From an optimization exercise on the open Yosys and OpenROAD flow, aimed at small area, a short achievable clock period and few clock cycles per item; shortcuts taken in it are not production practice.
In this exercise RTL edits were held to simulation tests only and were not proved equivalent to the original.
Power figures rest on the tool's default switching activity, not on a simulated workload.

==> flow/design.v <==
module mcmac_sbox (
    input  wire [7:0] a,
    output reg  [7:0] y
);
    always @(*) begin
        case (a)
            8'h00: y = 8'h63;
            8'h01: y = 8'h7c;
            8'h02: y = 8'h77;
            8'h03: y = 8'h7b;
            8'h04: y = 8'hf2;
            8'h05: y = 8'h6b;
            8'h06: y = 8'h6f;
            8'h07: y = 8'hc5;
            8'h08: y = 8'h30;
            8'h09: y = 8'h01;
            8'h0a: y = 8'h67;
            8'h0b: y = 8'h2b;
            8'h0c: y = 8'hfe;
            8'h0d: y = 8'hd7;
            8'h0e: y = 8'hab;
            8'h0f: y = 8'h76;
            8'h10: y = 8'hca;
            8'h11: y = 8'h82;
            8'h12: y = 8'hc9;
            8'h13: y = 8'h7d;
            8'h14: y = 8'hfa;
            8'h15: y = 8'h59;
            8'h16: y = 8'h47;
            8'h17: y = 8'hf0;
            8'h18: y = 8'had;
            8'h19: y = 8'hd4;
            8'h1a: y = 8'ha2;
            8'h1b: y = 8'haf;
            8'h1c: y = 8'h9c;
            8'h1d: y = 8'ha4;
            8'h1e: y = 8'h72;
            8'h1f: y = 8'hc0;
            8'h20: y = 8'hb7;
            8'h21: y = 8'hfd;
            8'h22: y = 8'h93;
            8'h23: y = 8'h26;
            8'h24: y = 8'h36;
            8'h25: y = 8'h3f;
            8'h26: y = 8'hf7;
            8'h27: y = 8'hcc;
            8'h28: y = 8'h34;
            8'h29: y = 8'ha5;
            8'h2a: y = 8'he5;
            8'h2b: y = 8'hf1;
            8'h2c: y = 8'h71;
            8'h2d: y = 8'hd8;
            8'h2e: y = 8'h31;
            8'h2f: y = 8'h15;
            8'h30: y = 8'h04;
            8'h31: y = 8'hc7;
            8'h32: y = 8'h23;
            8'h33: y = 8'hc3;
            8'h34: y = 8'h18;
            8'h35: y = 8'h96;
            8'h36: y = 8'h05;
            8'h37: y = 8'h9a;
            8'h38: y = 8'h07;
            8'h39: y = 8'h12;
            8'h3a: y = 8'h80;
            8'h3b: y = 8'he2;
            8'h3c: y = 8'heb;
            8'h3d: y = 8'h27;
            8'h3e: y = 8'hb2;
            8'h3f: y = 8'h75;
            8'h40: y = 8'h09;
            8'h41: y = 8'h83;
            8'h42: y = 8'h2c;
            8'h43: y = 8'h1a;
            8'h44: y = 8'h1b;
            8'h45: y = 8'h6e;
            8'h46: y = 8'h5a;
            8'h47: y = 8'ha0;
            8'h48: y = 8'h52;
            8'h49: y = 8'h3b;
            8'h4a: y = 8'hd6;
            8'h4b: y = 8'hb3;
            8'h4c: y = 8'h29;
            8'h4d: y = 8'he3;
            8'h4e: y = 8'h2f;
            8'h4f: y = 8'h84;
            8'h50: y = 8'h53;
            8'h51: y = 8'hd1;
            8'h52: y = 8'h00;
            8'h53: y = 8'hed;
            8'h54: y = 8'h20;
            8'h55: y = 8'hfc;
            8'h56: y = 8'hb1;
            8'h57: y = 8'h5b;
            8'h58: y = 8'h6a;
            8'h59: y = 8'hcb;
            8'h5a: y = 8'hbe;
            8'h5b: y = 8'h39;
            8'h5c: y = 8'h4a;
            8'h5d: y = 8'h4c;
            8'h5e: y = 8'h58;
            8'h5f: y = 8'hcf;
            8'h60: y = 8'hd0;
            8'h61: y = 8'hef;
            8'h62: y = 8'haa;
            8'h63: y = 8'hfb;
            8'h64: y = 8'h43;
            8'h65: y = 8'h4d;
            8'h66: y = 8'h33;
            8'h67: y = 8'h85;
            8'h68: y = 8'h45;
            8'h69: y = 8'hf9;
            8'h6a: y = 8'h02;
            8'h6b: y = 8'h7f;
            8'h6c: y = 8'h50;
            8'h6d: y = 8'h3c;
            8'h6e: y = 8'h9f;
            8'h6f: y = 8'ha8;
            8'h70: y = 8'h51;
            8'h71: y = 8'ha3;
            8'h72: y = 8'h40;
            8'h73: y = 8'h8f;
            8'h74: y = 8'h92;
            8'h75: y = 8'h9d;
            8'h76: y = 8'h38;
            8'h77: y = 8'hf5;
            8'h78: y = 8'hbc;
            8'h79: y = 8'hb6;
            8'h7a: y = 8'hda;
            8'h7b: y = 8'h21;
            8'h7c: y = 8'h10;
            8'h7d: y = 8'hff;
            8'h7e: y = 8'hf3;
            8'h7f: y = 8'hd2;
            8'h80: y = 8'hcd;
            8'h81: y = 8'h0c;
            8'h82: y = 8'h13;
            8'h83: y = 8'hec;
            8'h84: y = 8'h5f;
            8'h85: y = 8'h97;
            8'h86: y = 8'h44;
            8'h87: y = 8'h17;
            8'h88: y = 8'hc4;
            8'h89: y = 8'ha7;
            8'h8a: y = 8'h7e;
            8'h8b: y = 8'h3d;
            8'h8c: y = 8'h64;
            8'h8d: y = 8'h5d;
            8'h8e: y = 8'h19;
            8'h8f: y = 8'h73;
            8'h90: y = 8'h60;
            8'h91: y = 8'h81;
            8'h92: y = 8'h4f;
            8'h93: y = 8'hdc;
            8'h94: y = 8'h22;
            8'h95: y = 8'h2a;
            8'h96: y = 8'h90;
            8'h97: y = 8'h88;
            8'h98: y = 8'h46;
            8'h99: y = 8'hee;
            8'h9a: y = 8'hb8;
            8'h9b: y = 8'h14;
            8'h9c: y = 8'hde;
            8'h9d: y = 8'h5e;
            8'h9e: y = 8'h0b;
            8'h9f: y = 8'hdb;
            8'ha0: y = 8'he0;
            8'ha1: y = 8'h32;
            8'ha2: y = 8'h3a;
            8'ha3: y = 8'h0a;
            8'ha4: y = 8'h49;
            8'ha5: y = 8'h06;
            8'ha6: y = 8'h24;
            8'ha7: y = 8'h5c;
            8'ha8: y = 8'hc2;
            8'ha9: y = 8'hd3;
            8'haa: y = 8'hac;
            8'hab: y = 8'h62;
            8'hac: y = 8'h91;
            8'had: y = 8'h95;
            8'hae: y = 8'he4;
            8'haf: y = 8'h79;
            8'hb0: y = 8'he7;
            8'hb1: y = 8'hc8;
            8'hb2: y = 8'h37;
            8'hb3: y = 8'h6d;
            8'hb4: y = 8'h8d;
            8'hb5: y = 8'hd5;
            8'hb6: y = 8'h4e;
            8'hb7: y = 8'ha9;
            8'hb8: y = 8'h6c;
            8'hb9: y = 8'h56;
            8'hba: y = 8'hf4;
            8'hbb: y = 8'hea;
            8'hbc: y = 8'h65;
            8'hbd: y = 8'h7a;
            8'hbe: y = 8'hae;
            8'hbf: y = 8'h08;
            8'hc0: y = 8'hba;
            8'hc1: y = 8'h78;
            8'hc2: y = 8'h25;
            8'hc3: y = 8'h2e;
            8'hc4: y = 8'h1c;
            8'hc5: y = 8'ha6;
            8'hc6: y = 8'hb4;
            8'hc7: y = 8'hc6;
            8'hc8: y = 8'he8;
            8'hc9: y = 8'hdd;
            8'hca: y = 8'h74;
            8'hcb: y = 8'h1f;
            8'hcc: y = 8'h4b;
            8'hcd: y = 8'hbd;
            8'hce: y = 8'h8b;
            8'hcf: y = 8'h8a;
            8'hd0: y = 8'h70;
            8'hd1: y = 8'h3e;
            8'hd2: y = 8'hb5;
            8'hd3: y = 8'h66;
            8'hd4: y = 8'h48;
            8'hd5: y = 8'h03;
            8'hd6: y = 8'hf6;
            8'hd7: y = 8'h0e;
            8'hd8: y = 8'h61;
            8'hd9: y = 8'h35;
            8'hda: y = 8'h57;
            8'hdb: y = 8'hb9;
            8'hdc: y = 8'h86;
            8'hdd: y = 8'hc1;
            8'hde: y = 8'h1d;
            8'hdf: y = 8'h9e;
            8'he0: y = 8'he1;
            8'he1: y = 8'hf8;
            8'he2: y = 8'h98;
            8'he3: y = 8'h11;
            8'he4: y = 8'h69;
            8'he5: y = 8'hd9;
            8'he6: y = 8'h8e;
            8'he7: y = 8'h94;
            8'he8: y = 8'h9b;
            8'he9: y = 8'h1e;
            8'hea: y = 8'h87;
            8'heb: y = 8'he9;
            8'hec: y = 8'hce;
            8'hed: y = 8'h55;
            8'hee: y = 8'h28;
            8'hef: y = 8'hdf;
            8'hf0: y = 8'h8c;
            8'hf1: y = 8'ha1;
            8'hf2: y = 8'h89;
            8'hf3: y = 8'h0d;
            8'hf4: y = 8'hbf;
            8'hf5: y = 8'he6;
            8'hf6: y = 8'h42;
            8'hf7: y = 8'h68;
            8'hf8: y = 8'h41;
            8'hf9: y = 8'h99;
            8'hfa: y = 8'h2d;
            8'hfb: y = 8'h0f;
            8'hfc: y = 8'hb0;
            8'hfd: y = 8'h54;
            8'hfe: y = 8'hbb;
            8'hff: y = 8'h16;
            default: y = 8'h00;
        endcase
    end
endmodule
module mcmac_round (
    input  wire [127:0] state,      
    input  wire [127:0] rk,         
    input  wire [7:0]   rcon,       
    input  wire         last,       
    output wire [127:0] state_out,  
    output wire [127:0] rk_out      
);
    function [7:0] xtime;
        input [7:0] b;
        xtime = {b[6:0], 1'b0} ^ (b[7] ? 8'h1b : 8'h00);
    endfunction
    wire [31:0] w0 = rk[127:96];
    wire [31:0] w1 = rk[95:64];
    wire [31:0] w2 = rk[63:32];
    wire [31:0] w3 = rk[31:0];
    wire [31:0] sw;
    mcmac_sbox ks0 (.a(w3[23:16]), .y(sw[31:24]));
    mcmac_sbox ks1 (.a(w3[15:8]),  .y(sw[23:16]));
    mcmac_sbox ks2 (.a(w3[7:0]),   .y(sw[15:8]));
    mcmac_sbox ks3 (.a(w3[31:24]), .y(sw[7:0]));
    wire [31:0] n0 = w0 ^ sw ^ {rcon, 24'h0};
    wire [31:0] n1 = w1 ^ n0;
    wire [31:0] n2 = w2 ^ n1;
    wire [31:0] n3 = w3 ^ n2;
    assign rk_out = {n0, n1, n2, n3};
    wire [127:0] sb;
    genvar i;
    generate
        for (i = 0; i < 16; i = i + 1) begin : g_sub
            mcmac_sbox s (.a(state[127-8*i -: 8]), .y(sb[127-8*i -: 8]));
        end
    endgenerate
    wire [127:0] sr;
    genvar c, r;
    generate
        for (c = 0; c < 4; c = c + 1) begin : g_col
            for (r = 0; r < 4; r = r + 1) begin : g_row
                assign sr[127-8*(4*c+r) -: 8] = sb[127-8*(4*((c+r)%4)+r) -: 8];
            end
        end
    endgenerate
    wire [127:0] mc;
    generate
        for (c = 0; c < 4; c = c + 1) begin : g_mix
            wire [7:0] a0 = sr[127-32*c -: 8];
            wire [7:0] a1 = sr[119-32*c -: 8];
            wire [7:0] a2 = sr[111-32*c -: 8];
            wire [7:0] a3 = sr[103-32*c -: 8];
            assign mc[127-32*c -: 8] = xtime(a0) ^ xtime(a1) ^ a1 ^ a2 ^ a3;
            assign mc[119-32*c -: 8] = a0 ^ xtime(a1) ^ xtime(a2) ^ a2 ^ a3;
            assign mc[111-32*c -: 8] = a0 ^ a1 ^ xtime(a2) ^ xtime(a3) ^ a3;
            assign mc[103-32*c -: 8] = xtime(a0) ^ a0 ^ a1 ^ a2 ^ xtime(a3);
        end
    endgenerate
    assign state_out = (last ? sr : mc) ^ rk_out;
endmodule
module mcmac (
    input  wire         clk,
    input  wire         rst,        
    input  wire         in_valid,
    output wire         in_ready,
    input  wire         in_first,   
    input  wire         in_last,    
    input  wire [4:0]   in_len,     
    input  wire [127:0] in_data,    
    input  wire [127:0] in_key,
    output reg          tag_valid,
    output reg  [127:0] tag
);
    localparam S_IDLE = 2'd0;   
    localparam S_WAIT = 2'd1;   
    localparam S_LOAD = 2'd2;   
    localparam S_RUN  = 2'd3;   
    reg [1:0]   st;
    reg         subkey_phase;   
    reg [3:0]   round;
    reg [7:0]   rcon;
    reg [127:0] key_r;
    reg [127:0] rk;
    reg [127:0] aes_st;
    reg [127:0] chain;
    reg [127:0] l_r;
    reg [127:0] blk;
    reg         blk_last;
    reg [4:0]   blk_len;
    assign in_ready = (st == S_IDLE) || (st == S_WAIT);
    wire accept = in_valid && in_ready;
    wire [127:0] k1 = {l_r[126:0], 1'b0} ^ (l_r[127] ? 128'h87 : 128'h0);
    wire [127:0] k2 = {k1[126:0], 1'b0}  ^ (k1[127]  ? 128'h87 : 128'h0);
    reg [127:0] padded;
    integer j;
    always @(*) begin
        for (j = 0; j < 16; j = j + 1) begin
            if (j < blk_len)
                padded[127-8*j -: 8] = blk[127-8*j -: 8];
            else if (j == blk_len)
                padded[127-8*j -: 8] = 8'h80;
            else
                padded[127-8*j -: 8] = 8'h00;
        end
    end
    wire [127:0] msg_blk = !blk_last          ? blk :
                           (blk_len == 5'd16) ? blk ^ k1 :
                                                padded ^ k2;
    wire [127:0] round_st;
    wire [127:0] round_rk;
    mcmac_round u_round (
        .state    (aes_st),
        .rk       (rk),
        .rcon     (rcon),
        .last     (round == 4'd10),
        .state_out(round_st),
        .rk_out   (round_rk)
    );
    always @(posedge clk) begin
        if (rst) begin
            st           <= S_IDLE;
            subkey_phase <= 1'b0;
            round        <= 4'd0;
            rcon         <= 8'h01;
            key_r        <= 128'h0;
            rk           <= 128'h0;
            aes_st       <= 128'h0;
            chain        <= 128'h0;
            l_r          <= 128'h0;
            blk          <= 128'h0;
            blk_last     <= 1'b0;
            blk_len      <= 5'd0;
            tag_valid    <= 1'b0;
            tag          <= 128'h0;
        end else begin
            tag_valid <= 1'b0;
            case (st)
                S_IDLE, S_WAIT: begin
                    if (accept) begin
                        blk      <= in_data;
                        blk_last <= in_last;
                        blk_len  <= in_len;
                        if (st == S_IDLE) begin
                            key_r        <= in_key;
                            chain        <= 128'h0;
                            aes_st       <= in_key;    
                            rk           <= in_key;
                            rcon         <= 8'h01;
                            round        <= 4'd1;
                            subkey_phase <= 1'b1;
                            st           <= S_RUN;
                        end else begin
                            st <= S_LOAD;
                        end
                    end
                end
                S_LOAD: begin
                    aes_st       <= chain ^ msg_blk ^ key_r;
                    rk           <= key_r;
                    rcon         <= 8'h01;
                    round        <= 4'd1;
                    subkey_phase <= 1'b0;
                    st           <= S_RUN;
                end
                S_RUN: begin
                    aes_st <= round_st;
                    rk     <= round_rk;
                    rcon   <= {rcon[6:0], 1'b0} ^ (rcon[7] ? 8'h1b : 8'h00);
                    round  <= round + 4'd1;
                    if (round == 4'd10) begin
                        if (subkey_phase) begin
                            l_r <= round_st;
                            st  <= S_LOAD;
                        end else begin
                            chain <= round_st;
                            if (blk_last) begin
                                tag       <= round_st;
                                tag_valid <= 1'b1;
                                st        <= S_IDLE;
                            end else begin
                                st <= S_WAIT;
                            end
                        end
                    end
                end
                default: st <= S_IDLE;
            endcase
        end
    end
endmodule
==> flow/run.sh <==
#!/bin/bash
# synth_recipe.tcl (not shown) runs the flow's synth.tcl, then flattens the netlist and writes it again
# the make line also repeats each setting of config.mk as NAME=value (left out here)
make -C /OpenROAD-flow-scripts/flow DESIGN_CONFIG=/design/flow/config.mk WORK_HOME=/design/flow/orfs CLKGATE_MAP_FILE= SYNTH_SCRIPT=/design/flow/synth_recipe.tcl finish
==> flow/config.mk <==
export PLATFORM = sky130hd
export DESIGN_NAME = mcmac
export DESIGN_NICKNAME = mcmac
export VERILOG_FILES = /design/flow/design.v
export SDC_FILE = /design/flow/constraint.sdc
export NUM_CORES = 8
export LEC_CHECK = 0
export CAP_MARGIN = 20
export CORE_MARGIN = 2
export CORE_UTILIZATION = 25
export SLEW_MARGIN = 20
==> flow/constraint.sdc <==
create_clock -name core_clock -period 8.0 [get_ports {clk}]
set_input_delay 1.6000 -clock core_clock [delete_from_list [all_inputs] [get_ports {clk}]]
set_output_delay 1.6000 -clock core_clock [all_outputs]
set_load 0.01 [all_outputs]
==> results.tsv <==
metric	value	unit
r2r_slack	1130	ps
relSlewSlack	0.0764	
synthDistinctLibCells	125	
cp.required	8840	ps
hold_viol	0	
layoutNonFillerInstCount	25500	
cts.root.buffer_cell	clkbuf_16	
status	no timing/DRC/antenna violations	
fin_setup_tns	0	ps
route.detailed.drc	0	
crit_arrival	7730	ps
die_area	505000	um^2
synth_common_cells	nand2_1, nor2_1, a21oi_1	
avgViaCountPerCell	6.57	
ant_nets	0	
ys_top_cells_by_area	dfxtp_1, a21oi_1, nand2_1	
hpwl	644000	um
port_buffers	394	
tightest_slew	1380	ps
syn_avg_cell_area	6.58	um^2
ys.flop_type	dfxtp_1	
wirelength	874000	um
period_minus_slack	6890	ps
syn_nets	19500	
whs	459	ps
grt_pass1_wl	1200000	um
leakagePower	0.0516	uW
fill_cells	55400	
htreeDepth	4	
grt_pass1_vias	149000	
drt-initial-drc-count	32700	
cp-start-kind	input pin	
core	498000	um^2
wl_per_cell	34.3	um
finClkSkew	41.9	ps
cts_made_buffers	145	
synth_largest_area_cell	dfxtp_1	
ys_ff_latch	1078	
synth_top_area_frac	0.173	
grt_setup_unrepaired	false	
cts_setup_buffers	0	
clk_path_buf_depth	4	
grtUsageTotal	0.324	
syn_area	125000	um^2
holdCritPathClass	flip-flop to flip-flop	
drive_gt1_frac	0.0917	
die_w	711	um
overflow	0	
clkTransAtPathRegs	60	ps
crit_fanout	16	
place.gp.congestion	1.06	
slew_viol_final	0	
fin_crit_sh	0.861	
layout.nets	19100	
clock_latency	920	ps
dr_total_vias	167000	
syn_inst	19000	
ir_drop	0.000493	V
finish.utilization	0.288	
power_density	443	nW/um^2
cp-end-kind	flip-flop	
synth_edf_count	0	
die_h	711	um
place_ws	743	ps
async_flop_share	0	
fmax	145	MHz
ys.warnings.count	3	
start_util	0.251	
cts.sinks	1078	
ys_seq_area_frac	0.173	
drt-pass1-iter-count	10	
cts-hold-fix-buffers	0	
cts_resized	0	
cts_tree	yes	
path_class	input pin to flip-flop	
worst_slack	1110	ps
drv_cap	0	
finalSetupViolCount	0	
dp_cells	25100	
yosysMostFrequentCell	nand2_1	
grt_max_degree	156	
grt_antenna_before_repair	119	
ios	396	
rows	259	
area_growth	14.8	%
==> layer usage <==
metal	global-route usage	up-vias	part of all wire
li1	-	69500	-
met1	0.413	79700	0.37
met2	0.444	14900	0.38
met3	0.129	3086	0.16
met4	0.214	64	0.085
met5	0.00613	-	0.00067
==> where the power goes <==
group / switching (uW) / leakage, uW / total [uW] / internal, uW
combinational: 34200 / 0.0404 / 48300 / 14100
sequential: 2190 / 0.00883 / 8270 / 6080
clock: 3130 / 0.00238 / 7070 / 3940
total: 39500 / 0.0516 / 63600 / 24100
==> sequential cells by signal (all words and copies together) (netlist names), 2 cells and up <==
name              cells
u_round.ks3.y         8
rk                  128
u_round.ks1.y         8
u_round.g_mix.a3     32
u_round.ks2.y         8
u_round.ks0.y         8
tag                 128
round                 4
rcon                  8
st                    2
key_r               128
u_round.g_mix.a1     32
u_round.g_mix.a2     32
u_round.g_mix.a0     32
blk                 128
chain               128
aes_st              128
l_r                 128
blk_len               5
==> final cells by class <==
cell class	count	area, um^2	share of cell area
Inverter	312	1190	0.00831
Clock inverter	70	764	0.00533
Timing Repair Buffer	1460	12700	0.0884
Tap cell	6655	8330	0.0581
Sequential cell	1078	21600	0.151
Multi-Input combinational cell	15600	94500	0.659
Clock buffer	187	4080	0.0284
Antenna cell	98	245	0.00171
==> cell usage in the layout, fill, tap and decap left out, types with 115 or more instances in the layout <==
cell,netlist,final
a311oi_1,209,206
o211ai_1,430,430
or3_1,143,142
a31oi_1,409,407
a211oi_1,552,550
clkdlybuf4s50_1,0,393
a21o_1,118,118
o22ai_1,211,211
xnor2_1,528,499
o31ai_1,127,127
mux2i_1,163,162
and2_1,117,116
nand4_1,115,115
clkbuf_16,0,147
nand3_1,596,595
a221oi_1,158,158
nor2_1,2154,2142
nand2_1,2633,2624
o311ai_0,123,123
buf_4,32,1007
a21oi_1,1998,1994
nor3_1,498,494
a22oi_1,175,171
o21ai_0,1508,1506
ha_1,259,259
dfxtp_1,1078,1071
xor2_1,254,251
o221ai_1,183,181
inv_1,244,240
==> cell families after synthesis <==
| family | after synthesis | synth area share |
|---|---|---|
| AOI/OAI and AO/OA | 7315 | 0.384 |
| xor gates and xnor gates | 927 | 0.0812 |
| adders and majority gates | 260 | 0.0260 |
| buffers and inverters | 2311 | 0.0765 |
| DFF | 1078 | 0.173 |
| muxes | 211 | 0.0183 |
| and+or+nand+nor | 6896 | 0.242 |
==> path summary, 6_finish.rpt <==
path	startpoint	to	cells past startpoint
hold reg to reg	tag[86]	tag[86]	2
hold / removal	tag[86]	tag[86]	2
setup reg to reg	blk_len[0]	u_round.g_mix[3].a0[4]	15
setup / recovery	in_valid	u_round.ks0.y[3]	19
==> critical path, cell delays in order <==
cell and delay [ps]:
clkdlybuf4s50_1 620, buf_4 330, nand2b_4 450, nand2_2 560, buf_12 390, o31ai_1 140, a22oi_1 250, nor2_1 500
inv_1 270, ha_1 360, buf_4 250, nor2_1 230, o21ai_0 170, a32oi_1 220, o21ai_0 110, a211oi_1 290
a21oi_1 90, o21ai_0 590, buf_4 210
==> metrics by stage <==
stage	total power [uW]	cell area, um^2
6_report	63600	143000
5_1_grt	63400	143000
4_1_cts	59900	143000
3_5_place_dp	52800	138000
3_3_place_gp	53200	138000
2_1_floorplan	30100	125000
Testbench counts, summed over its fixed seeds: cycles 52,384, blocks 3,698.

==> what the ideal ports hide <==
The flow's constraints put no driver on any port. The routed layout listed below was extracted and timed again, unchanged, in two steps.
Step 1 assumes that a clkbuf_16 drives the clock port and a buf_2 every other input.
Step 2 adds t to the input delays and takes it off the output delays; t is the mean of the earliest and latest rising clock arrival at the registers after step 1. Input paths then give back, and output paths get back, about the clock's delay inside the block.
a / b / c = ideal ports / drivers / drivers and shift; a / b = the first two.
t, ns: 1.020
setup WS [ns]: 1.112 / 1.131 / 0.193
worst hold slack (ns): 0.459 / 0.459 / 0.459
worst setup path after step 2: input to register
worst slew at a driven data input, ns: 0.58
After both steps this run still meets setup and hold. The setup slack of this run moves by +0.019 ns with the drivers and by -0.919 ns with both steps.
